Source: an optimization exercise on an open RTL-to-GDS flow (aim: small area, a short achievable clock period and few clock cycles per item). Production flows keep margins and buffers that such runs may drop. The RTL was checked by simulation tests, not by an equivalence proof against the original design. No activity file was given, so power comes from the tool's default toggle rates.

==> flow/design.v <==
module comb_alu (
    input  wire        clk,
    input  wire        rst,         
    input  wire        in_valid,
    output wire        in_ready,
    input  wire [3:0]  in_op,       
    input  wire [2:0]  in_fmt,      
    input  wire        in_wrap,     
    input  wire        in_last,
    input  wire [31:0] in_data,     
    input  wire [23:0] in_rank,     
    input  wire [31:0] in_index,    
    output reg         out_valid,
    input  wire        out_ready,
    output reg  [31:0] out_data,
    output reg  [23:0] out_rank,
    output reg  [31:0] out_index,
    output reg  [3:0]  out_flags    
);
    localparam OP_SUM = 4'd0, OP_MAX = 4'd1, OP_MIN = 4'd2, OP_AND = 4'd3,
               OP_OR = 4'd4, OP_XOR = 4'd5, OP_COUNT = 4'd6,
               OP_ARGMAX = 4'd7, OP_ARGMIN = 4'd8;
    localparam AW  = 304;           
    localparam NCH = 38;            
    localparam NW  = 10;            
    function [31:0] fmt_mask;
        input [2:0] f;
        case (f)
            3'd0, 3'd3, 3'd4: fmt_mask = 32'h0000_00FF;
            3'd1, 3'd5, 3'd6: fmt_mask = 32'h0000_FFFF;
            default:          fmt_mask = 32'hFFFF_FFFF;
        endcase
    endfunction
    function [31:0] fmt_sign;
        input [2:0] f;
        case (f)
            3'd0, 3'd3, 3'd4: fmt_sign = 32'h0000_0080;
            3'd1, 3'd5, 3'd6: fmt_sign = 32'h0000_8000;
            default:          fmt_sign = 32'h8000_0000;
        endcase
    endfunction
    function [4:0] fmt_mbits;
        input [2:0] f;
        case (f)
            3'd3:    fmt_mbits = 5'd3;
            3'd4:    fmt_mbits = 5'd2;
            3'd5:    fmt_mbits = 5'd10;
            3'd6:    fmt_mbits = 5'd7;
            default: fmt_mbits = 5'd23;
        endcase
    endfunction
    function [31:0] fmt_nan;
        input [2:0] f;
        case (f)
            3'd3:    fmt_nan = 32'h0000_007F;
            3'd4:    fmt_nan = 32'h0000_007E;
            3'd5:    fmt_nan = 32'h0000_7E00;
            3'd6:    fmt_nan = 32'h0000_7FC0;
            default: fmt_nan = 32'h7FC0_0000;
        endcase
    endfunction
    function [31:0] fmt_inf;
        input [2:0] f;
        case (f)
            3'd4:    fmt_inf = 32'h0000_007C;
            3'd5:    fmt_inf = 32'h0000_7C00;
            3'd6:    fmt_inf = 32'h0000_7F80;
            default: fmt_inf = 32'h7F80_0000;
        endcase
    endfunction
    function [31:0] fmt_max;
        input [2:0] f;
        case (f)
            3'd3:    fmt_max = 32'h0000_007E;
            3'd4:    fmt_max = 32'h0000_007B;
            3'd5:    fmt_max = 32'h0000_7BFF;
            3'd6:    fmt_max = 32'h0000_7F7F;
            default: fmt_max = 32'h7F7F_FFFF;
        endcase
    endfunction
    function [1:0] elem_kind;
        input [2:0]  f;
        input [31:0] r;
        begin
            elem_kind = 2'd0;
            case (f)
                3'd3: if (r[6:0] == 7'h7F) elem_kind = 2'd2;
                3'd4: if (r[6:2] == 5'h1F)  elem_kind = (r[1:0]  != 0) ? 2'd2 : 2'd1;
                3'd5: if (r[14:10] == 5'h1F) elem_kind = (r[9:0] != 0) ? 2'd2 : 2'd1;
                3'd6: if (r[14:7] == 8'hFF) elem_kind = (r[6:0]  != 0) ? 2'd2 : 2'd1;
                3'd7: if (r[30:23] == 8'hFF) elem_kind = (r[22:0] != 0) ? 2'd2 : 2'd1;
                default: elem_kind = 2'd0;
            endcase
        end
    endfunction
    function [31:0] order_key;
        input [2:0]  f;
        input [31:0] r;
        begin
            if (f < 3'd3)
                order_key = r ^ fmt_sign(f);
            else if ((r & fmt_sign(f)) != 32'd0)
                order_key = ~r & fmt_mask(f);
            else
                order_key = r | fmt_sign(f);
        end
    endfunction
    function [8:0] rip8;
        input [7:0] a, b;
        input       c;
        integer n;
        reg cr;
        begin
            cr = c;
            for (n = 0; n < 8; n = n + 1) begin
                rip8[n] = a[n] ^ b[n] ^ cr;
                cr = (a[n] & b[n]) | (cr & (a[n] ^ b[n]));
            end
            rip8[8] = cr;
        end
    endfunction
    reg        in_ready_r;
    reg        bub1;                
    reg        nxt_first;           
    reg [1:0]  n_out;               
    reg [1:0]  n_unc;               
    reg        guar;                
    reg        rdy_a, rdy_b;        
    reg        f1_v, f2_v;
    assign in_ready = in_ready_r;
    wire take      = in_valid & in_ready_r;
    wire take_last = take & in_last;
    wire xfer      = out_valid & out_ready;
    wire can_cap   = ~f1_v & ~f2_v & (~out_valid | out_ready);
    wire cap_a     = rdy_a & can_cap;
    wire cap_b     = rdy_b & can_cap & ~rdy_a;
    wire cap       = cap_a | cap_b;
    wire [1:0] n_out_nx = n_out + {1'b0, take_last} - {1'b0, xfer};
    wire [1:0] n_unc_nx = n_unc + {1'b0, take_last} - {1'b0, cap};
    wire       guar_nx  = take_last ? (n_out_nx == 2'd1) : guar;
    function rdy_f;
        input       tl, orr;
        reg   [1:0] no, nu;
        reg         cp, gu;
        begin
            cp = rdy_a | rdy_b ? (~f1_v & ~f2_v & (~out_valid | orr)) : 1'b0;
            no = n_out + {1'b0, tl} - {1'b0, out_valid & orr};
            nu = n_unc + {1'b0, tl} - {1'b0, cp};
            gu = tl ? (no == 2'd1) : guar;
            rdy_f = ~bub1 & (nu == 2'd0 || (nu == 2'd1 && gu));
        end
    endfunction
    wire rdy00 = rdy_f(1'b0, 1'b0), rdy01 = rdy_f(1'b0, 1'b1);
    wire rdy10 = rdy_f(1'b1, 1'b0), rdy11 = rdy_f(1'b1, 1'b1);
    wire rdy_nx = take_last ? (~(in_op == OP_SUM || in_op == OP_COUNT) & (out_ready ? rdy11 : rdy10))
                            : (out_ready ? rdy01 : rdy00);
    reg        i_v, i_last, i_first, i_wrap;
    reg [3:0]  i_op;
    reg [2:0]  i_fmt;
    reg [31:0] i_data;
    reg [23:0] i_rank;
    reg [31:0] i_index;
    reg [7:0]  i_f;                 
    reg        i_fl0, i_fl7, i_fl8, i_fl15, i_fl16, i_fl31;
    wire       in_fneg = (in_fmt >= 3'd3) && ((in_data & fmt_sign(in_fmt)) != 32'd0);
    reg        i_sum, i_mm, i_max, i_and, i_or, i_xor, i_cnt, i_arg, i_amin;
    always @(posedge clk) begin
        for (k = 0; k < 8; k = k + 1)
            i_f[k] <= (in_fmt == k);
        i_sum   <= (in_op == OP_SUM) || (in_op == OP_COUNT);
        i_mm    <= (in_op == OP_MAX) || (in_op == OP_MIN);
        i_max   <= (in_op == OP_MAX);
        i_and   <= (in_op == OP_AND);
        i_or    <= (in_op == OP_OR);
        i_xor   <= (in_op == OP_XOR);
        i_cnt   <= (in_op == OP_COUNT);
        i_arg   <= (in_op == OP_ARGMAX) || (in_op == OP_ARGMIN);
        i_amin  <= (in_op == OP_ARGMIN);
        i_data  <= in_data & fmt_mask(in_fmt);
        i_fl0   <= in_fneg;
        i_fl7   <= in_fneg | (in_fmt == 3'd0 || in_fmt == 3'd3 || in_fmt == 3'd4);
        i_fl8   <= in_fneg & ~(in_fmt == 3'd0 || in_fmt == 3'd3 || in_fmt == 3'd4);
        i_fl15  <= (in_fneg & (in_fmt == 3'd2 || in_fmt == 3'd7)) |
                   (in_fmt == 3'd1 || in_fmt == 3'd5 || in_fmt == 3'd6);
        i_fl16  <= in_fneg & (in_fmt == 3'd2 || in_fmt == 3'd7);
        i_fl31  <= (in_fmt == 3'd2 || in_fmt == 3'd7);
        i_rank  <= in_rank;
        i_index <= in_index;
        i_op    <= in_op;
        i_fmt   <= in_fmt;
        i_wrap  <= in_wrap;
        i_last  <= in_last;
        i_first <= nxt_first;
        if (rst) begin
            i_v        <= 1'b0;
            nxt_first  <= 1'b1;
            in_ready_r <= 1'b1;
            bub1       <= 1'b0;
            n_out      <= 2'd0;
            n_unc      <= 2'd0;
            guar       <= 1'b0;
        end else begin
            i_v <= take;
            if (take) nxt_first <= in_last;
            n_out <= n_out_nx;
            n_unc <= n_unc_nx;
            guar  <= guar_nx;
            bub1       <= take_last && (in_op == OP_SUM || in_op == OP_COUNT);
            in_ready_r <= rdy_nx;
        end
    end
    wire        i_w8   = i_f[0] | i_f[3] | i_f[4];
    wire        i_w16  = i_f[1] | i_f[5] | i_f[6];
    wire        i_w32  = i_f[2] | i_f[7];
    wire        i_isfp = ~(i_f[0] | i_f[1] | i_f[2]);
    wire [31:0] i_raw  = i_data;
    wire        i_neg  = (i_w8 & i_data[7]) | (i_w16 & i_data[15]) | (i_w32 & i_data[31]);
    wire [31:0] i_sgn  = {i_w32, 15'd0, i_w16, 7'd0, i_w8, 7'd0};
    wire        i_einf = (i_f[4] & (&i_data[6:2])) | (i_f[5] & (&i_data[14:10])) |
                         (i_f[6] & (&i_data[14:7])) | (i_f[7] & (&i_data[30:23]));
    wire        i_mnz  = (i_f[4] & (|i_data[1:0])) | (i_f[5] & (|i_data[9:0])) |
                         (i_f[6] & (|i_data[6:0])) | (i_f[7] & (|i_data[22:0]));
    wire        i_isnan = (i_f[3] & (&i_data[6:0])) | (i_einf & i_mnz);
    wire        i_isinf = i_einf & ~i_mnz;
    wire [1:0]  i_kind = {i_isnan, i_isinf};
    reg [7:0]  d_e;
    reg [23:0] d_sig;
    reg [63:0] d_win;
    reg        d_fill, d_cin;
    reg [7:0]  d_p;
    reg [31:0] d_int;
    always @(*) begin
        d_e   = 8'd0;
        d_sig = 24'd0;
        d_e   = ({8{i_f[3]}} & {4'd0, i_data[6:3]})  | ({8{i_f[4]}} & {3'd0, i_data[6:2]}) |
                ({8{i_f[5]}} & {3'd0, i_data[14:10]}) | ({8{i_f[6]}} & i_data[14:7]) |
                ({8{i_f[7]}} & i_data[30:23]);
        d_sig = ({24{i_f[3]}} & {20'd0, d_e != 8'd0, i_data[2:0]}) |
                ({24{i_f[4]}} & {21'd0, d_e != 8'd0, i_data[1:0]}) |
                ({24{i_f[5]}} & {13'd0, d_e != 8'd0, i_data[9:0]}) |
                ({24{i_f[6]}} & {16'd0, d_e != 8'd0, i_data[6:0]}) |
                ({24{i_f[7]}} & {d_e != 8'd0, i_data[22:0]});
        d_p = (d_e == 8'd0) ? 8'd0 : d_e - 8'd1;
        d_int = {{16{i_neg & ~i_w32}} | i_data[31:16] & {16{i_w32}},
                 {8{i_neg}} & {8{i_w8}} | i_data[15:8] & {8{~i_w8}}, i_data[7:0]};
        if (i_isfp) begin
            if (i_kind != 2'd0) begin
                d_win  = 64'd0;
                d_fill = 1'b0;
                d_cin  = 1'b0;
            end else begin
                d_win  = ({40'd0, d_sig} << d_p[4:0]) ^ {64{i_neg}};
                d_fill = i_neg;
                d_cin  = i_neg;
            end
        end else if (i_cnt) begin
            d_win  = {63'd0, i_raw != 32'd0};
            d_fill = 1'b0;
            d_cin  = 1'b0;
            d_p    = 8'd0;
        end else begin
            d_win  = {{32{d_int[31]}}, d_int};
            d_fill = d_int[31];
            d_cin  = 1'b0;
            d_p    = 8'd0;
        end
    end
    wire [2:0] d_q = d_p[7:5];
    reg        w_add, w_clr, w_last, w_res, w_res2, w_fill, w_cin, w_wrap;
    reg [2:0]  w_fmt;
    reg [31:0] w_e, w_o;            
    reg [NW-1:0] w_win;
    reg        w_nan, w_pinf, w_ninf, w_plus;
    integer    k;
    always @(posedge clk) begin
        w_e    <= d_q[0] ? d_win[63:32] : d_win[31:0];
        w_o    <= d_q[0] ? d_win[31:0]  : d_win[63:32];
        w_fmt  <= i_fmt;
        w_wrap <= i_wrap;
        w_nan  <= i_isnan;
        w_pinf <= i_isinf && !i_neg;
        w_ninf <= i_isinf && i_neg;
        w_plus <= (i_raw != i_sgn);
        w_clr  <= i_v && i_sum && i_first;
        w_last <= i_last;
        w_fill <= i_v && i_sum && d_fill;
        w_cin  <= i_v && i_sum && d_cin;
        for (k = 0; k < NW; k = k + 1)
            w_win[k] <= i_v && i_sum && (k == d_q || k == d_q + 1);
        if (rst) begin
            w_add <= 1'b0;
            w_res <= 1'b0;
            w_res2 <= 1'b0;
        end else begin
            w_add <= i_v && i_sum;
            w_res <= w_add && w_last;
            w_res2 <= w_res;
        end
    end
    reg [AW-1:0]  acc;
    reg [NCH-1:0] cy;               
    reg           f_nan, f_pinf, f_ninf, f_plus;
    reg [2:0]     a_fmt;
    reg           a_wrap;
    wire clr = w_clr;
    reg [AW-1:0] x;
    always @(*) begin
        for (k = 0; k < AW; k = k + 1)
            x[k] = w_win[k/32] ? (((k/32) % 2 == 0) ? w_e[k%32] : w_o[k%32])
                               : w_fill;
    end
    reg [NCH-1:0] ch_g, ch_p, la_g, la_p, la_g2, la_p2;
    reg [NCH:0]   ch_c;
    integer lv, j, src;
    always @(*) begin
        for (j = 0; j < NCH; j = j + 1) begin
            ch_g[j] = (&acc[8*j +: 8]) & ((j == 0) ? 1'b0 : cy[(j == 0) ? 0 : j-1]);
            ch_p[j] = (&acc[8*j+1 +: 7]) & (acc[8*j] | ((j == 0) ? 1'b0 : cy[(j == 0) ? 0 : j-1]));
        end
        la_g = ch_g;
        la_p = ch_p;
        for (lv = 0; lv < 6; lv = lv + 1) begin
            la_g2 = la_g;
            la_p2 = la_p;
            for (j = 0; j < NCH; j = j + 1) begin
                if ((j >> lv) & 1) begin
                    src = ((j >> lv) << lv) - 1;
                    la_g2[j] = la_g[j] | (la_p[j] & la_g[src]);
                    la_p2[j] = la_p[j] & la_p[src];
                end
            end
            la_g = la_g2;
            la_p = la_p2;
        end
        ch_c[0] = 1'b0;
        for (j = 0; j < NCH; j = j + 1)
            ch_c[j+1] = la_g[j];
    end
    reg [AW-1:0]  acc_nx;
    reg [NCH-1:0] cy_nx;
    reg [8:0]     csum;
    reg [7:0]     ca, cb;
    reg           cc;
    always @(*) begin
        for (j = 0; j < NCH; j = j + 1) begin
            ca = acc[8*j +: 8] & {8{~clr}};
            cb = x[8*j +: 8];
            if (j == 0)
                cc = w_cin;
            else
                cc = cy[(j == 0) ? 0 : j-1] & ~clr;
            csum = rip8(ca, cb, cc);
            acc_nx[8*j +: 8] = csum[7:0];
            cy_nx[j] = w_res ? ch_c[j+1] : (csum[8] & ~w_res2);
        end
    end
    always @(posedge clk) begin
        acc <= acc_nx;
        cy  <= cy_nx;
        if (w_add) begin
            f_nan  <= (clr ? 1'b0 : f_nan)  | w_nan;
            f_pinf <= (clr ? 1'b0 : f_pinf) | w_pinf;
            f_ninf <= (clr ? 1'b0 : f_ninf) | w_ninf;
            f_plus <= (clr ? 1'b0 : f_plus) | w_plus;
            a_fmt  <= w_fmt;
            a_wrap <= w_wrap;
        end
    end
    reg [31:0] best;
    reg        best_nan, sel_nan;
    reg [23:0] best_rank;
    reg [31:0] best_index;
    reg        b_mm, b_arg;
    reg [2:0]  b_fmt;
    function [1:0] ucmp;
        input [31:0] a, b;
        reg [31:0] g, e;
        integer n, l;
        begin
            for (n = 0; n < 32; n = n + 1) begin
                g[n] = a[n] & ~b[n];
                e[n] = ~(a[n] ^ b[n]);
            end
            for (l = 1; l < 32; l = l * 2)
                for (n = 0; n < 32; n = n + 2 * l) begin
                    g[n] = g[n + l] | (e[n + l] & g[n]);
                    e[n] = e[n + l] & e[n];
                end
            ucmp = {g[0], e[0]};
        end
    endfunction
    wire [31:0] in_key = i_data ^ {i_fl31, {15{i_fl16}}, i_fl15, {7{i_fl8}}, i_fl7, {7{i_fl0}}};
    wire [1:0]  kc       = ucmp(in_key, best);
    wire        key_gt   = kc[1];
    wire        key_eq   = kc[0];
    wire        key_lt   = ~kc[1] & ~kc[0];
    wire [1:0]  rc       = ucmp({8'd0, best_rank}, {8'd0, i_rank});
    wire        rank_lt  = rc[1];
    wire        arg_better = i_amin ? key_lt : key_gt;
    wire        arg_wins =
        (i_isnan && !best_nan) ||
        (i_isnan && best_nan && rank_lt) ||
        (!i_isnan && !best_nan && (arg_better || (key_eq && rank_lt)));
    always @(posedge clk) begin
        if (i_v && !i_sum) begin
            b_mm  <= i_mm;
            b_arg <= i_arg;
            b_fmt <= i_fmt;
            if (i_mm) begin
                sel_nan <= (i_first ? 1'b0 : sel_nan) | i_isnan;
                if (i_first || (i_max ? key_gt : key_lt))
                    best <= in_key;
            end
            if (i_and) best <= i_first ? i_raw : (best & i_raw);
            if (i_or)  best <= i_first ? i_raw : (best | i_raw);
            if (i_xor) best <= i_first ? i_raw : (best ^ i_raw);
            if (i_arg && (i_first || arg_wins)) begin
                best       <= in_key;
                best_nan   <= i_isnan;
                best_rank  <= i_rank;
                best_index <= i_index;
            end
        end
    end
    function [31:0] unkey;
        input [2:0]  f;
        input [31:0] kk;
        begin
            if (f < 3'd3)
                unkey = kk ^ fmt_sign(f);
            else if ((kk & fmt_sign(f)) != 32'd0)
                unkey = kk ^ fmt_sign(f);
            else
                unkey = ~kk & fmt_mask(f);
        end
    endfunction
    wire [31:0] best_raw = (b_mm | b_arg) ? unkey(b_fmt, best) : best;
    always @(posedge clk) begin
        if (rst) begin
            rdy_a <= 1'b0;
            rdy_b <= 1'b0;
            f1_v  <= 1'b0;
            f2_v  <= 1'b0;
            out_valid <= 1'b0;
        end else begin
            rdy_a <= (rdy_a & ~cap_a) | w_res2;
            rdy_b <= (rdy_b & ~cap_b) | (i_v & i_last & ~i_sum);
            f1_v  <= cap & p_norm;
            f2_v  <= f1_v;
            out_valid <= f2_v | (cap & ~p_norm) | (out_valid & ~out_ready);
        end
    end
    wire          a_s = acc[AW-1];
    reg [32*NW-1:0] wd;
    reg [NW-1:0]  w_any, w_nz, hsel, above;
    reg [31:0]    v_hi, v_lo;
    reg           lnz, a_zero;
    always @(*) begin
        for (k = 0; k < NW; k = k + 1) begin
            if (k == NW - 1)
                wd[32*k +: 32] = {{16{a_s}}, acc[AW-1:288]};
            else
                wd[32*k +: 32] = acc[32*k +: 32];
            w_any[k] = |wd[32*k +: 32];
            w_nz[k]  = a_s ? ~(&wd[32*k +: 32]) : w_any[k];
        end
        for (k = NW - 1; k >= 0; k = k - 1) begin
            if (k == NW - 1) above[k] = 1'b0;
            else             above[k] = above[k+1] | w_nz[k+1];
            hsel[k] = (k == 0) ? ~above[0] : (w_nz[k] & ~above[k]);
        end
        v_hi = 32'd0;
        v_lo = 32'd0;
        lnz  = 1'b0;
        for (k = 0; k < NW; k = k + 1) begin
            v_hi = v_hi | (wd[32*k +: 32] & {32{hsel[k]}});
            if (k < NW - 1)
                v_lo = v_lo | (wd[32*k +: 32] & {32{hsel[k+1]}});
            if (k < NW - 2)
                lnz = lnz | (w_any[k] & above[k+1]);
        end
        a_zero = ~a_s & ~(|w_nz);
    end
    reg [3:0] h_enc;
    always @(*) begin
        h_enc = 4'd0;
        for (k = 0; k < NW; k = k + 1)
            if (hsel[k]) h_enc = k[3:0];
    end
    wire [63:0] u_val = {v_hi, v_lo} ^ {64{a_s}};
    reg        int_in;
    reg [31:0] int_res;
    reg [3:0]  int_fl;
    always @(*) begin
        case (a_fmt)
            3'd0:    int_in = (wd[31:7]  == {25{a_s}});
            3'd1:    int_in = (wd[31:15] == {17{a_s}});
            default: int_in = (wd[31]    == a_s);
        endcase
        int_in = int_in & ~(|w_nz[NW-1:1]);
        if (int_in || a_wrap) begin
            int_res = acc[31:0] & fmt_mask(a_fmt);
            int_fl  = 4'd0;
        end else begin
            int_res = a_s ? fmt_sign(a_fmt) : (fmt_sign(a_fmt) - 32'd1);
            int_fl  = 4'b0100;
        end
    end
    reg        p_norm;
    reg [31:0] p_data;
    reg [3:0]  p_fl;
    reg [1:0]  bk;
    always @(*) begin
        p_norm = 1'b0;
        p_data = 32'd0;
        p_fl   = 4'd0;
        bk     = elem_kind(b_fmt, best_raw);
        if (rdy_a) begin
            if (a_fmt < 3'd3) begin
                p_data = int_res;
                p_fl   = int_fl;
            end else if (f_nan || (f_pinf && f_ninf)) begin
                p_data = fmt_nan(a_fmt);
                p_fl   = 4'b0001;
            end else if (f_pinf) begin
                p_data = fmt_inf(a_fmt);
                p_fl   = 4'b0010;
            end else if (f_ninf) begin
                p_data = fmt_inf(a_fmt) | fmt_sign(a_fmt);
                p_fl   = 4'b0010;
            end else if (a_zero) begin
                p_data = f_plus ? 32'd0 : fmt_sign(a_fmt);
            end else
                p_norm = 1'b1;
        end else begin
            if (b_mm ? sel_nan : (b_arg & best_nan)) begin
                p_data = fmt_nan(b_fmt);
                p_fl   = 4'b0001;
            end else begin
                p_data = best_raw;
                p_fl   = {2'b00, (b_mm | b_arg) && bk == 2'd1, 1'b0};
            end
        end
    end
    reg [63:0] f1_u;
    reg [3:0]  f1_h;
    reg        f1_lnz, f1_s;
    reg [2:0]  f1_fmt;
    reg [4:0]  f1_fh;               
    reg [4:0]  f1_mb;
    reg        f1_h0;
    always @(posedge clk) begin
        f1_u    <= u_val;
        f1_fh   <= {a_fmt == 3'd7, a_fmt == 3'd6, a_fmt == 3'd5, a_fmt == 3'd4, a_fmt == 3'd3};
        f1_mb   <= fmt_mbits(a_fmt);
        f1_h0   <= (h_enc == 4'd0);
        f1_h    <= h_enc;
        f1_lnz  <= lnz;
        f1_s    <= a_s;
        f1_fmt  <= a_fmt;
        if (cap_b) begin
            out_rank  <= best_rank;
            out_index <= best_index;
        end
    end
    reg [31:0] lz_v [0:5];
    reg [4:0]  lz_p [0:5][0:31];
    reg [4:0]  lzo;
    integer    lzl, lzi;
    always @(*) begin
        for (lzi = 0; lzi < 32; lzi = lzi + 1) begin
            lz_v[0][lzi] = f1_u[32 + lzi];
            lz_p[0][lzi] = 5'd0;
        end
        for (lzl = 1; lzl <= 5; lzl = lzl + 1)
            for (lzi = 0; lzi < (32 >> lzl); lzi = lzi + 1) begin
                lz_v[lzl][lzi] = lz_v[lzl-1][2*lzi+1] | lz_v[lzl-1][2*lzi];
                lz_p[lzl][lzi] = lz_v[lzl-1][2*lzi+1]
                               ? (lz_p[lzl-1][2*lzi+1] | (5'd1 << (lzl - 1)))
                               : lz_p[lzl-1][2*lzi];
            end
        lzo = lz_p[5][0];
    end
    reg  [55:0] sa;
    reg         sa_or, sa_and;
    wire        o7  = |f1_u[7:0],   a7  = &f1_u[7:0];
    wire        o20 = o7  | (|f1_u[20:8]),  a20 = a7  & (&f1_u[20:8]);
    wire        o23 = o20 | (|f1_u[23:21]), a23 = a20 & (&f1_u[23:21]);
    wire        o27 = o23 | (|f1_u[27:24]), a27 = a23 & (&f1_u[27:24]);
    wire        o28 = o27 | f1_u[28],       a28 = a27 & f1_u[28];
    always @(*) begin
        sa     = ({56{f1_fh[0]}} & {20'd0, f1_u[63:28]}) | ({56{f1_fh[1]}} & {21'd0, f1_u[63:29]}) |
                 ({56{f1_fh[2]}} & {13'd0, f1_u[63:21]}) | ({56{f1_fh[3]}} & {16'd0, f1_u[63:24]}) |
                 ({56{f1_fh[4]}} & f1_u[63:8]);
        sa_or  = (f1_fh[0] & o27) | (f1_fh[1] & o28) | (f1_fh[2] & o20) | (f1_fh[3] & o23) |
                 (f1_fh[4] & o7);
        sa_and = (f1_fh[0] & a27) | (f1_fh[1] & a28) | (f1_fh[2] & a20) | (f1_fh[3] & a23) |
                 (f1_fh[4] & a7);
    end
    wire        clamp = f1_h0 && lzo < f1_mb;
    wire [4:0]  tsh   = lzo;
    wire [30:0] dmask = ~(31'h7FFF_FFFF << tsh);
    wire        st_or = clamp ? (|f1_u[30:0]) : (sa_or  | (|(sa[30:0] & dmask)));
    wire        all1  = clamp ? (&f1_u[30:0]) : (sa_and & (&(sa[30:0] | ~dmask)));
    reg  [55:0] sv;
    reg  [24:0] ysh;
    integer     sl, sj;
    always @(*) begin
        sv    = sa;
        for (sl = 4; sl >= 0; sl = sl - 1) begin
            if (tsh[sl]) begin
                for (sj = 0; sj < 56; sj = sj + 1)
                    sv[sj] = (sj + (1 << sl) < 56) ? sv[sj + (1 << sl)] : 1'b0;
            end
            for (sj = 25 + (1 << sl) - 1; sj < 56; sj = sj + 1)
                sv[sj] = 1'b0;
        end
        ysh = clamp ? f1_u[55:31] : sv[24:0];
    end
    wire [10:0] pexp   = {2'd0, f1_h, 5'd0} + {6'd0, lzo} - {6'd0, f1_mb};
    wire [8:0]  eprime = pexp[10] ? 9'd0 : pexp[8:0];
    wire        f1_inc = f1_s & ~f1_lnz & all1;
    reg [24:0] f2_y;
    reg        f2_inc, f2_st, f2_s;
    reg [8:0]  f2_e;
    reg [2:0]  f2_fmt;
    always @(posedge clk) begin
        f2_y    <= ysh;
        f2_e    <= eprime;
        f2_inc  <= f1_inc;
        f2_st   <= f1_s ? ~f1_inc : (st_or | f1_lnz);
        f2_s    <= f1_s;
        f2_fmt  <= f1_fmt;
    end
    wire [25:0] r_z   = {1'b0, f2_y} + {24'd0, f2_inc, ~f2_inc};
    wire        r_tie = (f2_y[0] ^ f2_inc) & ~f2_st;
    wire [24:0] r_m   = {r_z[25:2], r_z[1] & ~r_tie};
    reg  [1:0]  r_hb;
    wire [9:0]  r_e0 = {1'b0, f2_e};
    wire [9:0]  r_e1 = {1'b0, f2_e} + 10'd1;
    wire [9:0]  r_e2 = {1'b0, f2_e} + 10'd2;
    reg  [9:0]  r_ef;
    reg         r_ovf;
    reg  [31:0] r_data;
    reg  [3:0]  r_fl;
    always @(*) begin
        case (f2_fmt)
            3'd3:    r_hb = {1'b0, f2_y[4]}  + {1'b0, f2_inc ? &f2_y[3:1]  : &f2_y[3:0]};
            3'd4:    r_hb = {1'b0, f2_y[3]}  + {1'b0, f2_inc ? &f2_y[2:1]  : &f2_y[2:0]};
            3'd5:    r_hb = {1'b0, f2_y[11]} + {1'b0, f2_inc ? &f2_y[10:1] : &f2_y[10:0]};
            3'd6:    r_hb = {1'b0, f2_y[8]}  + {1'b0, f2_inc ? &f2_y[7:1]  : &f2_y[7:0]};
            default: r_hb = {1'b0, f2_y[24]} + {1'b0, f2_inc ? &f2_y[23:1] : &f2_y[23:0]};
        endcase
        r_ef = (r_hb == 2'd0) ? r_e0 : (r_hb == 2'd1) ? r_e1 : r_e2;
        case (f2_fmt)
            3'd3:    r_ovf = (r_ef > 10'd15) || (r_ef == 10'd15 && r_m[2:0] == 3'd7);
            3'd4,
            3'd5:    r_ovf = (r_ef >= 10'd31);
            default: r_ovf = (r_ef >= 10'd255);
        endcase
        begin
            if (r_ovf) begin
                if (f2_fmt == 3'd3) begin
                    r_data = fmt_max(f2_fmt);
                    r_fl   = 4'b1000;
                end else begin
                    r_data = fmt_inf(f2_fmt);
                    r_fl   = 4'b1010;
                end
            end else begin
                case (f2_fmt)
                    3'd3:    r_data = {24'd0, 1'b0, r_ef[3:0], r_m[2:0]};
                    3'd4:    r_data = {24'd0, 1'b0, r_ef[4:0], r_m[1:0]};
                    3'd5:    r_data = {16'd0, 1'b0, r_ef[4:0], r_m[9:0]};
                    3'd6:    r_data = {16'd0, 1'b0, r_ef[7:0], r_m[6:0]};
                    default: r_data = {1'b0, r_ef[7:0], r_m[22:0]};
                endcase
                r_fl = 4'b0000;
            end
            if (f2_s)
                r_data = r_data | fmt_sign(f2_fmt);
        end
    end
    always @(posedge clk) begin
        if (f2_v) begin
            out_data  <= r_data;
            out_flags <= r_fl;
        end else if (cap & ~p_norm) begin
            out_data  <= p_data;
            out_flags <= p_fl;
        end
    end
endmodule
==> flow/flow/run.sh <==
#!/bin/bash
# Layout flow: the standard flow (standard.sh, unchanged synthesis and
# steps), with the port buffers that global placement inserts on every input
# and output made sky130_fd_sc_hd__buf_2 instead of the default delay buffer.
set -euo pipefail
export BUFFER_PORTS_ARGS="-buffer_cell sky130_fd_sc_hd__buf_2"
bash standard.sh > standard_flow.log 2>&1
==> flow/standard.sh <==
#!/bin/bash
# synth_recipe.tcl (not shown) runs the flow's synth.tcl, then flattens the netlist and writes it again
# the make line also repeats each setting of config.mk as NAME=value (left out here)
make -C /OpenROAD-flow-scripts/flow DESIGN_CONFIG=/design/flow/config.mk WORK_HOME=/design/flow/orfs CLKGATE_MAP_FILE= SYNTH_SCRIPT=/design/flow/synth_recipe.tcl "${@:-finish}"
==> flow/config.mk <==
export PLATFORM = sky130hd
export DESIGN_NAME = comb_alu
export DESIGN_NICKNAME = comb_alu
export VERILOG_FILES = /design/flow/design.v
export SDC_FILE = /design/flow/constraint.sdc
export NUM_CORES = 4
export LEC_CHECK = 0
export CAP_MARGIN = 20
export CELL_PAD_IN_SITES_DETAIL_PLACEMENT = 1
export CELL_PAD_IN_SITES_GLOBAL_PLACEMENT = 1
export CORE_MARGIN = 2
export CORE_UTILIZATION = 40
export PLACE_DENSITY = 0.55
export SLEW_MARGIN = 20
==> flow/constraint.sdc <==
create_clock -name core_clock -period 24.0 [get_ports {clk}]
set_input_delay 4.8000 -clock core_clock [delete_from_list [all_inputs] [get_ports {clk}]]
set_output_delay 4.8000 -clock core_clock [all_outputs]
set_load 0.01 [all_outputs]
==> impl_summary.log, run 1 <==
[metrics] cells along the critical path: buf_2
[metrics] worst-margin pin slew: 1.17 ns
[metrics] unrepaired setup endpoints after global routing: no
[metrics] CP Launch Type: flip-flop
[metrics] Sink Count: 879
[metrics] vias: 50,200
[metrics] Core ar.: 0.136 mm²
[metrics] most frequent cells in the layout: 1,112 x nand2_1, 678 x dfxtp_1, 338 x nor2_1
[metrics] met1 capacity usage during global routing: 46.5%
[metrics] Worst-path clk slew: 0.06 ns
[metrics] slack of the worst reg-to-reg path: 18.06 ns
[metrics] type of the tightest min-delay check: reg -> reg
[metrics] Via density: 6.20
[metrics] die width: 374 µm
[metrics] nets@finish: 6,788
[metrics] maximum number of pins on one net before global-route repair: 128
[metrics] launch point of the worst hold path: f1_fmt[1]$_DFF_P_
[metrics] Routed Wire Length: 248,000 µm
[metrics] Post-synth EDFFs: 195
[metrics] end point of the most critical hold path: f2_fmt[1]$_DFF_P_
[metrics] global routing usage on met2: 54.9%
[metrics] die area: 0.140 mm²
[metrics] power per cell area: 104 mW/mm²
[metrics] count of hold buffers inserted by post-cts repair: 0
[metrics] Max VDD drop: 0.0674 mV
[metrics] slowest cell delay on critical path: 0.42 ns
[metrics] Post-synth ARST share: 0%
[metrics] Worst Path Buf+Inv: 1
[metrics] Post-CTS Setup Bufs: 0
[metrics] max-slew headroom at the worst pin: 20.1%
[metrics] I/O Pins: 195
[metrics] sequential share of the synthesized area: 35.7%
[metrics] cts bufs inserted: 102
[metrics] post-synthesis cell type count: 90
[metrics] area delta synth->final: 11.0%
[metrics] number of cell rows: 135
[metrics] buffer depth of the longest clock path: 3
[metrics] worst hold path cell count: 0
[metrics] post-detailed-placement half-perimeter wirelength: 187,000 µm
[metrics] type of the worst setup path: reg -> out
[metrics] status: complete, no violations
[metrics] Max Fclk: 163 MHz
[metrics] final setup vio count: 0
[metrics] global-route track usage on met3: 6.10%
[metrics] count of port buffers added during placement: 194
[metrics] Min Clock Period, post-route: 6.12 ns
[metrics] count of final max-slew check failures: 0
[metrics] residual overflow from global routing: 0
[metrics] Total Negative Setup Slacks: 0 ns
[metrics] via count of the first global-routing pass: 50,000
[metrics] static leakage: 25.9 nW
[metrics] residual DRC count: 0
[metrics] worst r2r path cells: 15
[metrics] final-layout worst hold slack: 0.324 ns
[metrics] cts repair resizes: 0
[metrics] syn_nets: 6,846
[metrics] global routing usage summed across all routing layers: 34.9%
[metrics] slowest stage cell, crit path: dfxtp_1
[metrics] number of flip-flops and latches in the synthesized netlist: 879
[metrics] Pre-Repair DR Iteration Count: 17
[metrics] initial core utilization: 40.4%
[metrics] Vert. Die Dim: 374 µm
[metrics] number of warnings issued by yosys: 3
[metrics] Filler Cell Count: 15,700
[metrics] destination of the worst register-to-register timing path: best_index[7]$_DFFE_PP_
[metrics] Wirelength per Cell: 30.7 µm
[metrics] clock tree from TritonCTS: yes
[metrics] number of violations of the max-capacitance limit: 0
[metrics] CP Data Arrival Time: 1.32 ns
[metrics] start of the worst register-to-register path: i_data[9]$_DFF_P_
[metrics] antenna viol nets, final: 0
[metrics] netlist area before placement: 0.0548 mm²
[metrics] commonest non-fill, non-tap cell in the layout: nand2_1
[metrics] initial antenna violation count: 11
[metrics] proportion of layout cells with a drive suffix above 1: 9.04%
[metrics] data required time at the worst endpoint: 19.20 ns
[metrics] clock latency of the later-clocked register in the worst-skew pair: 0.75 ns
[metrics] Final Hold Fails: 0
[metrics] Worst Skew: 0.0627 ns
[metrics] number of H-tree levels: 3
[metrics] mean post-synth cell area: 8.72 µm²
[metrics] Critical Path Sink Type: output port
[metrics] delay-heaviest family, CP: flip-flops
[metrics] synthesized instance count: 6,283
[metrics] DR iter-0 viols: 5,852
[metrics] part of the cycle the worst path needs: 25.5%
[metrics] global-route wire length before repair: 361,000 µm
[metrics] GR peak layer: met2
[metrics] routability cong.: 0.951
[metrics] overall power after layout: 6.34 mW
[metrics] root cell of the clock tree: clkbuf_16
[metrics] critical-path maximum fanout: 6
[metrics] most used flip-flop cell after synthesis: dfxtp_1
==> report_power, final <==
group	switching, mW	internal (mW)	total (mW)
combinational	1.13	0.673	1.80
sequential	0.959	1.89	2.85
clock	0.700	0.980	1.68
==> stage by stage <==
| step | util (%) | instance area [µm²] | setup WS (ns) | instances |
|---|---|---|---|---|
| 6_report | 44.8 | 60800 | 17.88 | 8096 |
| 5_1_grt | 44.8 | 60800 | 17.80 | 8094 |
| 4_1_cts | 44.8 | 60800 | 17.82 | 8094 |
| 3_5_place_dp | 42.2 | 57200 | 17.51 | 7902 |
| 3_3_place_gp | 42.2 | 57200 | 17.49 | 7901 |
| 2_1_floorplan | - | 54800 | 14.35 | 6283 |
==> layer usage <==
layer | vias to the layer above | routed length [µm]
met4 | 4 | 13200
met2 | 2040 | 112000
met3 | 476 | 18600
met5 | - | 25
met1 | 25400 | 104000
li1 | 22300 | -
==> cells in the mapped netlist (all sizes together), types with 60 or more instances <==
master,number,area (µm²)
nand2,1112,4170
dfxtp,684,13700
clkbuf,404,1520
o21ai,363,1820
nor2,349,1310
a21oi,313,1570
fa,304,6090
nor2b,301,1880
inv,248,931
edfxtp,195,5860
ha,158,1980
nand3,153,766
a22oi,148,1110
xnor2,126,1100
nor4,118,744
a222oi,115,1150
nand4,114,713
a221oi,110,963
nor3,101,505
mux2i,81,811
xor2,60,526
==> flip-flops by register name, summed over array words and instances, names as in the netlist, 5 cells and up <==
signal / cells
i_f: 8
out_data: 32
w_o: 32
i_data: 32
w_win: 10
f1_u: 64
best_index: 32
out_rank: 24
out_index: 32
best_rank: 24
acc: 304
i_index: 32
f2_e: 9
best: 32
f1_fh: 5
cy: 37
w_e: 32
f2_y: 25
i_rank: 24
==> how the worst max path moves through the flow <==
stage                    startpoint  slack (ns)  cells past startpoint                      end
2_1_floorplan             out_ready       14.35                      3   out_index[0]$_DFFE_PP_
3_3_place_gp               in_valid       17.49                     10        guar$_SDFFE_PP0P_
3_5_place_dp              out_ready       17.51                      5  out_index[19]$_DFFE_PP_
4_1_cts        out_valid$_SDFF_PP0_       17.82                      1                out_valid
5_1_grt        out_valid$_SDFF_PP0_       17.80                      1                out_valid
6_report       out_valid$_SDFF_PP0_       17.88                      1                out_valid
==> area by class of cell <==
cell class / instances / area [µm²] / share of cell area, %
multi-input cells: 4696 / 32700 / 53.8
diodes: 2 / 5.00 / 0.00823
clock buffers: 139 / 2880 / 4.74
inverters: 248 / 933 / 1.53
flip-flops and latches: 879 / 19600 / 32.2
clock inverters: 53 / 713 / 1.17
repair buffers: 298 / 1760 / 2.90
well taps: 1781 / 2230 / 3.66
==> logic make-up (layout without fill, tap and decap cells) <==
family                   Yosys count  count (layout)  synth area share, %
AO/OA/AOI/OAI                   1473            1473                 18.3
XOR/XNOR                         186             186                 2.97
adder cells (fa/ha/maj)          477             477                 15.0
buffers and inverters            708             738                 4.88
flip-flops                       879             879                 35.7
multiplexers                     119             119                 2.36
other                              1               3              0.00684
AND/OR/NAND/NOR                 2440            2440                 20.8
Testbench counts, summed over its fixed seeds: cycles 43,593, items 42,001.
==> run 2: changes to the inputs <==
--- a/flow/config.mk
+++ b/flow/config.mk
@@ -10,5 +10,7 @@
 export CELL_PAD_IN_SITES_GLOBAL_PLACEMENT = 1
 export CORE_MARGIN = 2
 export CORE_UTILIZATION = 40
+export CTS_CLUSTER_DIAMETER = 120
+export CTS_CLUSTER_SIZE = 22
 export PLACE_DENSITY = 0.55
 export SLEW_MARGIN = 20
==> impl_summary.log, run 2 <==
[metrics] launch point of the worst hold path: f1_fmt[0]$_DFF_P_
[metrics] start of the worst register-to-register path: i_data[9]$_DFF_P_
[metrics] Critical Path Sink Type: output port
[metrics] Max Fclk: 163 MHz (-0.50%)
[metrics] Largest register FFs: 304 (unchanged)
[metrics] critical-path maximum fanout: 6 (unchanged)
[metrics] unrepaired setup endpoints after global routing: no
[metrics] count of port buffers added during placement: 194 (unchanged)
[metrics] maximum number of pins on one net before global-route repair: 128 (unchanged)
[metrics] global routing usage summed across all routing layers: 34.6% (-0.29 points)
[metrics] static leakage: 24.8 nW (-3.9%)
[metrics] residual DRC count: 0 (unchanged)
[metrics] Worst-path clk slew: 0.09 ns (+0.03 ns)
[metrics] most frequent cells in the layout: 1,112 x nand2_1, 678 x dfxtp_1, 338 x nor2_1
[metrics] Post-CTS Setup Bufs: 0 (unchanged)
[metrics] count of hold buffers inserted by post-cts repair: 0 (unchanged)
[metrics] post-synthesis cell type count: 90 (unchanged)
[metrics] most used flip-flop cell after synthesis: dfxtp_1
[metrics] cts repair resizes: 0 (unchanged)
[metrics] CP Data Arrival Time: 1.35 ns (+0.03 ns)
[metrics] routability cong.: 0.951 (unchanged)
[metrics] root cell of the clock tree: clkbuf_16
[metrics] Min Clock Period, post-route: 6.15 ns (+0.0305 ns)
[metrics] initial core utilization: 40.4% (unchanged)
[metrics] Core ar.: 0.136 mm² (unchanged)
[metrics] Max VDD drop: 0.0619 mV (-8.2%)
[metrics] cell taking the most area after synthesis: dfxtp_1
[metrics] global-route wire length before repair: 358,000 µm (-0.73%)
[metrics] commonest non-fill, non-tap cell in the layout: nand2_1
[metrics] most frequent cells after synthesis: 1,112 x nand2_1, 684 x dfxtp_1, 404 x clkbuf_1
[metrics] syn_nets: 6,846 (unchanged)
[metrics] worst hold path cell count: 0 (unchanged)
[metrics] residual overflow from global routing: 0 (unchanged)
[metrics] end point of the most critical hold path: f2_fmt[0]$_DFF_P_
[metrics] number of cell rows: 135 (unchanged)
[metrics] Worst Skew: 0.0863 ns (+0.0236 ns)
[metrics] worst-margin pin slew: 1.16 ns (-0.00418 ns)
[metrics] clock latency of the later-clocked register in the worst-skew pair: 0.74 ns (about the same)
[metrics] destination of the worst register-to-register timing path: best_index[20]$_DFFE_PP_
[metrics] Sink Count: 879 (unchanged)
[metrics] area delta synth->final: 7.28%
[metrics] die width: 374 µm (unchanged)
[metrics] vias: 49,600 (-1.1%)
[metrics] top-count cell post-synth: nand2_1
[metrics] registers with the most flip-flops: acc (304), f1_u (64), cy (37)
[metrics] worst r2r path cells: 15 (unchanged)
[metrics] cells along the critical path: buf_2
[metrics] Post-synth EDFFs: 195 (unchanged)
[metrics] mean post-synth cell area: 8.72 µm² (unchanged)
[metrics] overall power after layout: 5.64 mW (-11%)
[metrics] Worst Path Buf+Inv: 1 (unchanged)
[metrics] Via density: 6.22 (+0.35%)
[metrics] Vert. Die Dim: 374 µm (unchanged)
[metrics] max-slew headroom at the worst pin: 20.4% (+0.29 points)
[metrics] data required time at the worst endpoint: 19.20 ns (about the same)
[metrics] proportion of layout cells with a drive suffix above 1: 7.48% (-1.6 points)
[metrics] DR iter-0 viols: 5,719 (-2.3%)
[metrics] Wirelength per Cell: 31.0 µm (+0.86%)
[metrics] final setup vio count: 0 (unchanged)
[metrics] post-route setup slack: 17.85 ns (-0.0305 ns)
[metrics] slowest cell delay on critical path: 0.43 ns (about the same)
[metrics] number of violations of the max-capacitance limit: 0 (unchanged)
[metrics] sequential share of the synthesized area: 35.7% (unchanged)
[metrics] Post-synth ARST share: 0% (unchanged)
[metrics] netlist area before placement: 0.0548 mm² (unchanged)
[metrics] status: complete, no violations
[metrics] slack of the worst reg-to-reg path: 18.06 ns (about the same)
[metrics] number of flip-flops and latches in the synthesized netlist: 879 (unchanged)
[metrics] Pre-Repair DR Iteration Count: 11 (-6)
[metrics] Synth area leaders: dfxtp_1 25%, fa_1 11%, edfxtp_1 11%
[metrics] power per cell area: 96.0 mW/mm² (-7.9%)
[metrics] post-detailed-placement half-perimeter wirelength: 187,000 µm (unchanged)
[metrics] part of the cycle the worst path needs: 25.6% (+0.13 points)
[metrics] Final Hold Fails: 0 (unchanged)
[metrics] slowest stage cell, crit path: dfxtp_1
[metrics] die area: 0.140 mm² (unchanged)
[metrics] delay-heaviest family, CP: flip-flops
[metrics] post-placement setup slack: 17.51 ns (unchanged)
[metrics] top cell type's share of synthesized area: 25.0% (unchanged)
[metrics] initial antenna violation count: 11 (unchanged)
[metrics] Routed Wire Length: 247,000 µm (-0.55%)
[metrics] buffer depth of the longest clock path: 3 (unchanged)
[metrics] type of the worst setup path: reg -> out
[metrics] I/O Pins: 195 (unchanged)
[metrics] cts bufs inserted: 50 (-51%)
[metrics] number of warnings issued by yosys: 3 (unchanged)
[metrics] type of the tightest min-delay check: reg -> reg
[metrics] count of final max-slew check failures: 0 (unchanged)
[metrics] Total Negative Setup Slacks: 0 ns (unchanged)
[metrics] CP Launch Type: flip-flop
[metrics] via count of the first global-routing pass: 49,300 (-1.3%)
[metrics] synthesized instance count: 6,283 (unchanged)
[metrics] nets@finish: 6,736 (-0.77%)
[metrics] clock tree from TritonCTS: yes
[metrics] antenna viol nets, final: 0 (unchanged)
[metrics] Largest Register: acc
[metrics] number of H-tree levels: 2 (-1)
run 2: cell counts after synthesis:
No cell type changed its count.
run 2: cell type report:
class                   instances  area, µm²
multi-input cells            4696      32700
clock inverters                12        195
fillers                     15800      76900
flip-flops and latches        879      19600
inverters                     248        933
well taps                    1781       2230
repair buffers                298       1760
diodes                          2       5.00
clock buffers                  67       1360
run 2: worst reg2reg max path: stages (launching register included):
cell and delay, ns:
dfxtp_1 0.72, xor2_1 0.25, ha_1 0.28, a21o_1 0.19, a21o_1 0.18, a21o_1 0.17
a21o_1 0.18, a21o_1 0.17, a21o_1 0.17, a221o_1 0.36, a2111oi_1 0.90, mux2_2 0.45
a21oi_4 0.11, buf_4 0.52, and2_2 0.26, buf_4 0.63
run 2: how the worst max path moves through the flow:
stage / startpoint / depth (start not counted) / to
4_1_cts: out_valid$_SDFF_PP0_ / 1 / out_valid
5_1_grt: out_valid$_SDFF_PP0_ / 1 / out_valid
6_report: out_valid$_SDFF_PP0_ / 1 / out_valid
3_5_place_dp: out_ready / 5 / out_index[19]$_DFFE_PP_
3_3_place_gp: in_valid / 10 / guar$_SDFFE_PP0P_
2_1_floorplan: out_ready / 3 / out_index[0]$_DFFE_PP_
run 2: metal layers:
layer | up-vias | global-route usage [%] | wire, µm
met4 | 2 | 15.5 | 12700
met3 | 428 | 5.96 | 18300
li1 | 22100 | - | -
met2 | 1953 | 54.6 | 112000
met1 | 25200 | 46.2 | 104000
met5 | - | 0 | 13
run 2: cell families after synthesis:
group	synth area share, %
and+or+nand+nor	20.8
AOI/OAI and AO/OA	18.3
DFF	35.7
buffers and inverters	4.88
adders and majority gates	15.0
xor gates and xnor gates	2.97
muxes	2.36
other	0.00684
run 2: power breakdown:
group          switching, mW  internal [mW]  total, mW
sequential             0.958           1.89       2.85
clock                  0.577          0.413      0.990
combinational           1.13          0.672       1.80
total                   2.67           2.98       5.64
run 2: metrics by stage:
step                hold slack [ns]  cells  area [µm²]  utilization [%]
floorplan                     0.310   6283       54800                -
global placement              0.312   7901       57200             42.2
detailed placement            0.314   7902       57200             42.2
CTS                           0.335   7981       58800             43.3
global route                  0.341   7981       58800             43.3
finish                        0.332   7983       58800             43.3
==> run 3: changes to the inputs <==
--- a/flow/config.mk
+++ b/flow/config.mk
@@ -9,8 +9,6 @@
 export CELL_PAD_IN_SITES_DETAIL_PLACEMENT = 1
 export CELL_PAD_IN_SITES_GLOBAL_PLACEMENT = 1
 export CORE_MARGIN = 2
-export CORE_UTILIZATION = 40
-export CTS_CLUSTER_DIAMETER = 120
-export CTS_CLUSTER_SIZE = 22
-export PLACE_DENSITY = 0.55
+export CORE_UTILIZATION = 50
+export PLACE_DENSITY = 0.62
 export SLEW_MARGIN = 20
==> impl_summary.log, run 3 <==
[metrics] status: complete, no violations
[metrics] CP Launch Type: flip-flop
[metrics] synthesized instance count: 6,283 (unchanged)
[metrics] routability cong.: 0.992 (+4.3%)
[metrics] Post-CTS Setup Bufs: 0 (unchanged)
[metrics] global routing usage summed across all routing layers: 40.4% (+5.8 points)
[metrics] Routed Wire Length: 231,000 µm (-6.7%)
[metrics] Wirelength per Cell: 29.9 µm (-3.6%)
[metrics] Largest register FFs: 304 (unchanged)
[metrics] Core ar.: 0.109 mm² (-20%)
[metrics] Sink Count: 879 (unchanged)
[metrics] number of violations of the max-capacitance limit: 0 (unchanged)
[metrics] power per cell area: 103 mW/mm² (+7.4%)
[metrics] post-route setup slack: 17.75 ns (-0.100 ns)
[metrics] root cell of the clock tree: clkbuf_16
[metrics] count of hold buffers inserted by post-cts repair: 0 (unchanged)
[metrics] slowest stage cell, crit path: buf_4
[metrics] cell taking the most area after synthesis: dfxtp_1
[metrics] number of flip-flops and latches in the synthesized netlist: 879 (unchanged)
[metrics] type of the worst setup path: reg -> reg
[metrics] area delta synth->final: 10.1%
[metrics] most used flip-flop cell after synthesis: dfxtp_1
[metrics] post-synthesis cell type count: 90 (unchanged)
[metrics] CP Data Arrival Time: 6.86 ns (+5.51 ns)
[metrics] final setup vio count: 0 (unchanged)
[metrics] overall power after layout: 6.22 mW (+10%)
[metrics] cell internal pwr: 3.55 mW (+19%)
[metrics] die width: 335 µm (-10%)
[metrics] Largest Register: acc
[metrics] worst-margin pin slew: 1.24 ns (+0.0765 ns)
[metrics] Min Clock Period, post-route: 6.25 ns (+0.100 ns)
[metrics] registers with the most flip-flops: acc (304), f1_u (64), cy (37)
[metrics] Max Fclk: 160 MHz (-1.6%)
[metrics] number of cell rows: 121 (-10%)
[metrics] number of H-tree levels: 3 (+1)
[metrics] clock tree from TritonCTS: yes
[metrics] Worst-path clk slew: 0.06 ns (-0.03 ns)
[metrics] data required time at the worst endpoint: 24.61 ns (+5.41 ns)
[metrics] antenna viol nets, final: 0 (unchanged)
[metrics] count of final max-slew check failures: 0 (unchanged)
[metrics] fraction of power consumed by the clock network: 27.1% (+9.6 points)
[metrics] Pre-Repair DR Iteration Count: 13 (+2)
[metrics] proportion of layout cells with a drive suffix above 1: 8.89% (+1.4 points)
[metrics] post-placement setup slack: 17.54 ns (+0.0293 ns)
[metrics] slowest cell delay on critical path: 0.81 ns (+0.38 ns)
[metrics] cells along the critical path: buf_4 > buf_4 > nor2b_1 > fa_1 > fa_1 > fa_1 > fa_1 > fa_1 > fa_1 > fa_1 > a221o_1
[metrics] switching portion of total power: 42.9% (-4.3 points)
[metrics] top-count cell post-synth: nand2_1
[metrics] Critical Path Sink Type: flip-flop
[metrics] post-detailed-placement half-perimeter wirelength: 173,000 µm (-7.3%)
[metrics] critical-path maximum fanout: 79 (+73)
[metrics] syn_nets: 6,846 (unchanged)
[metrics] Worst Skew: 0.0497 ns (-0.0366 ns)
[metrics] unrepaired setup endpoints after global routing: no
[metrics] vias: 50,900 (+2.5%)
[metrics] mean post-synth cell area: 8.72 µm² (unchanged)
[metrics] Max VDD drop: 0.0965 mV (+56%)
[metrics] Total Negative Setup Slacks: 0 ns (unchanged)
[metrics] cts bufs inserted: 98 (+96%)
[metrics] most prevalent standard cell on the critical path: fa_1
[metrics] count of port buffers added during placement: 194 (unchanged)
[metrics] clock latency of the later-clocked register in the worst-skew pair: 0.72 ns (-0.02 ns)
[metrics] proportion of power drawn by flip-flops and latches: 44.2% (-6.3 points)
[metrics] residual DRC count: 0 (unchanged)
[metrics] part of the power in combinational logic: 28.8% (-3.2 points)
[metrics] top cell type's share of synthesized area: 25.0% (unchanged)
[metrics] Post-synth ARST share: 0% (unchanged)
[metrics] Filler Cell Count: 12,600 (-21%)
[metrics] initial antenna violation count: 8 (-3)
[metrics] residual overflow from global routing: 0 (unchanged)
[metrics] Via density: 6.59 (+6.0%)
[metrics] Synth area leaders: dfxtp_1 25%, fa_1 11%, edfxtp_1 11%
[metrics] die area: 0.112 mm² (-20%)
[metrics] nets@finish: 6,774 (+0.56%)
[metrics] static leakage: 25.8 nW (+3.8%)
[metrics] initial core utilization: 50.3% (+9.9 points)
[metrics] commonest non-fill, non-tap cell in the layout: nand2_1
[metrics] Final Hold Fails: 0 (unchanged)
[metrics] most frequent cells in the layout: 1,112 x nand2_1, 680 x dfxtp_1, 337 x nor2_1
[metrics] I/O Pins: 195 (unchanged)
[metrics] Post-synth EDFFs: 195 (unchanged)
[metrics] cts repair resizes: 0 (unchanged)
[metrics] number of warnings issued by yosys: 3 (unchanged)
[metrics] Vert. Die Dim: 335 µm (-10%)
[metrics] maximum number of pins on one net before global-route repair: 80 (-38%)
[metrics] net switching power: 2.67 mW (+0.16%)
[metrics] sequential share of the synthesized area: 35.7% (unchanged)
[metrics] netlist area before placement: 0.0548 mm² (unchanged)
[metrics] most frequent cells after synthesis: 1,112 x nand2_1, 684 x dfxtp_1, 404 x clkbuf_1
[metrics] DR iter-0 viols: 6,451 (+13%)
[metrics] via count of the first global-routing pass: 51,000 (+3.4%)
[metrics] buffer depth of the longest clock path: 3 (unchanged)
[metrics] global-route wire length before repair: 339,000 µm (-5.4%)
[metrics] type of the tightest min-delay check: reg -> reg
[metrics] max-slew headroom at the worst pin: 15.0% (-5.5 points)
[metrics] part of the cycle the worst path needs: 26.1% (+0.42 points)
run 3: cell counts after synthesis:
Identical to the previous run, type by type.
run 3: per-stage QoR:
stage	utilization [%]	hold WS [ns]	cell area, µm²	std cells
3_5_place_dp	52.1	0.314	56700	7525
4_1_cts	55.4	0.328	60300	7711
5_1_grt	55.4	0.336	60300	7715
6_report	55.4	0.327	60400	7724
2_1_floorplan	-	0.310	54800	6283
3_3_place_gp	52.1	0.311	56700	7525
run 3: critical path, delay by kind of cell, from the launching register on:
kind / cells / cell delay [ns]
AO/OA/AOI/OAI: 1 / 0.32
AND/OR/NAND/NOR: 1 / 0.13
buffers and inverters: 2 / 1.53
flip-flops: 1 / 0.78
adder cells (fa/ha/maj): 7 / 3.20
run 3: path summary, 6_finish.rpt:
path,startpoint,endpoint,slack (ns),cells past startpoint
worst max-delay path,w_clr$_DFF_P_,cy[22]$_DFF_P_,17.75,11
worst min-delay path,f1_fmt[1]$_DFF_P_,f2_fmt[1]$_DFF_P_,0.33,0
worst max register to register,w_clr$_DFF_P_,cy[22]$_DFF_P_,17.75,11
worst min register to register,f1_fmt[1]$_DFF_P_,f2_fmt[1]$_DFF_P_,0.33,0
run 3: logic make-up (layout without fill, tap and decap cells):
group / after synthesis / in the layout / share of synthesized area [%]
AND/OR/NAND/NOR: 2440 / 2440 / 20.8
AO/OA/AOI/OAI: 1473 / 1473 / 18.3
flip-flops: 879 / 879 / 35.7
buffers and inverters: 708 / 722 / 4.88
adder cells (fa/ha/maj): 477 / 477 / 15.0
XOR/XNOR: 186 / 186 / 2.97
multiplexers: 119 / 119 / 2.36
other: 1 / 14 / 0.00684
run 3: routing by layer:
layer	wire length, µm	part of all wire [%]	track usage [%]
met1	89600	39	51.5
met2	104000	45	62.9
met3	21500	9.3	9.14
met4	15700	6.8	23.5
met5	240	0.10	0
run 3: layout make-up:
cell class	count	area, µm²	area share, %
Tap cell	1414	1770	2.93
Sequential cell	879	19600	32.4
Timing Repair Buffer	288	1680	2.78
Antenna cell	13	32.5	0.0539
Clock inverter	54	787	1.30
Multi-Input combinational cell	4696	32700	54.3
Inverter	248	932	1.54
Clock buffer	132	2860	4.73
run 3: power groups by stage:
| stage | combinational [mW] | sequential (mW) | clock (mW) |
|---|---|---|---|
| 2_1_floorplan | 1.27 | 2.20 | 0 |
| 3_3_place_gp | 1.66 | 2.71 | 0 |
| 3_5_place_dp | 1.73 | 2.71 | 0 |
| 4_1_cts | 1.76 | 2.69 | 1.70 |
| 5_1_grt | 1.94 | 2.75 | 1.76 |
| 6_report | 1.79 | 2.75 | 1.68 |

[static timing again, ports no longer ideal]
In the flow no input, the clock included, has a driving cell. The finished layouts below were timed again as built, in two steps. Step 1 assumes that a clkbuf_16 drives the clock port and a buf_2 every other input. Step 2, shift: input delay + t, output delay - t, t = (earliest + latest rising clock arrival at the registers) / 2. This alone moves slack from input paths to output paths. a / b / c = no drivers / after step 1 / after step 2; a / b = the first two.
run | t, ns | slack for setup (ns) | hold slack, ns | worst setup path after step 2 | worst data-port slew with drivers (ns)
run 1 | 0.797 | 17.877 / 17.798 / 17.498 | 0.324 / 0.324 / 0.324 | input to register | 0.08
run 2 | 0.774 | 17.847 / 17.764 / 17.530 | 0.332 / 0.332 / 0.332 | input to register | 0.08
run 3 | 0.782 | 17.747 / 17.747 / 17.447 | 0.327 / 0.327 / 0.327 | input to register | 0.10
After both steps setup and hold are still met in every run listed. The setup slack of run 1, which loses most, moves by -0.079 ns with the drivers and by -0.379 ns with both steps.
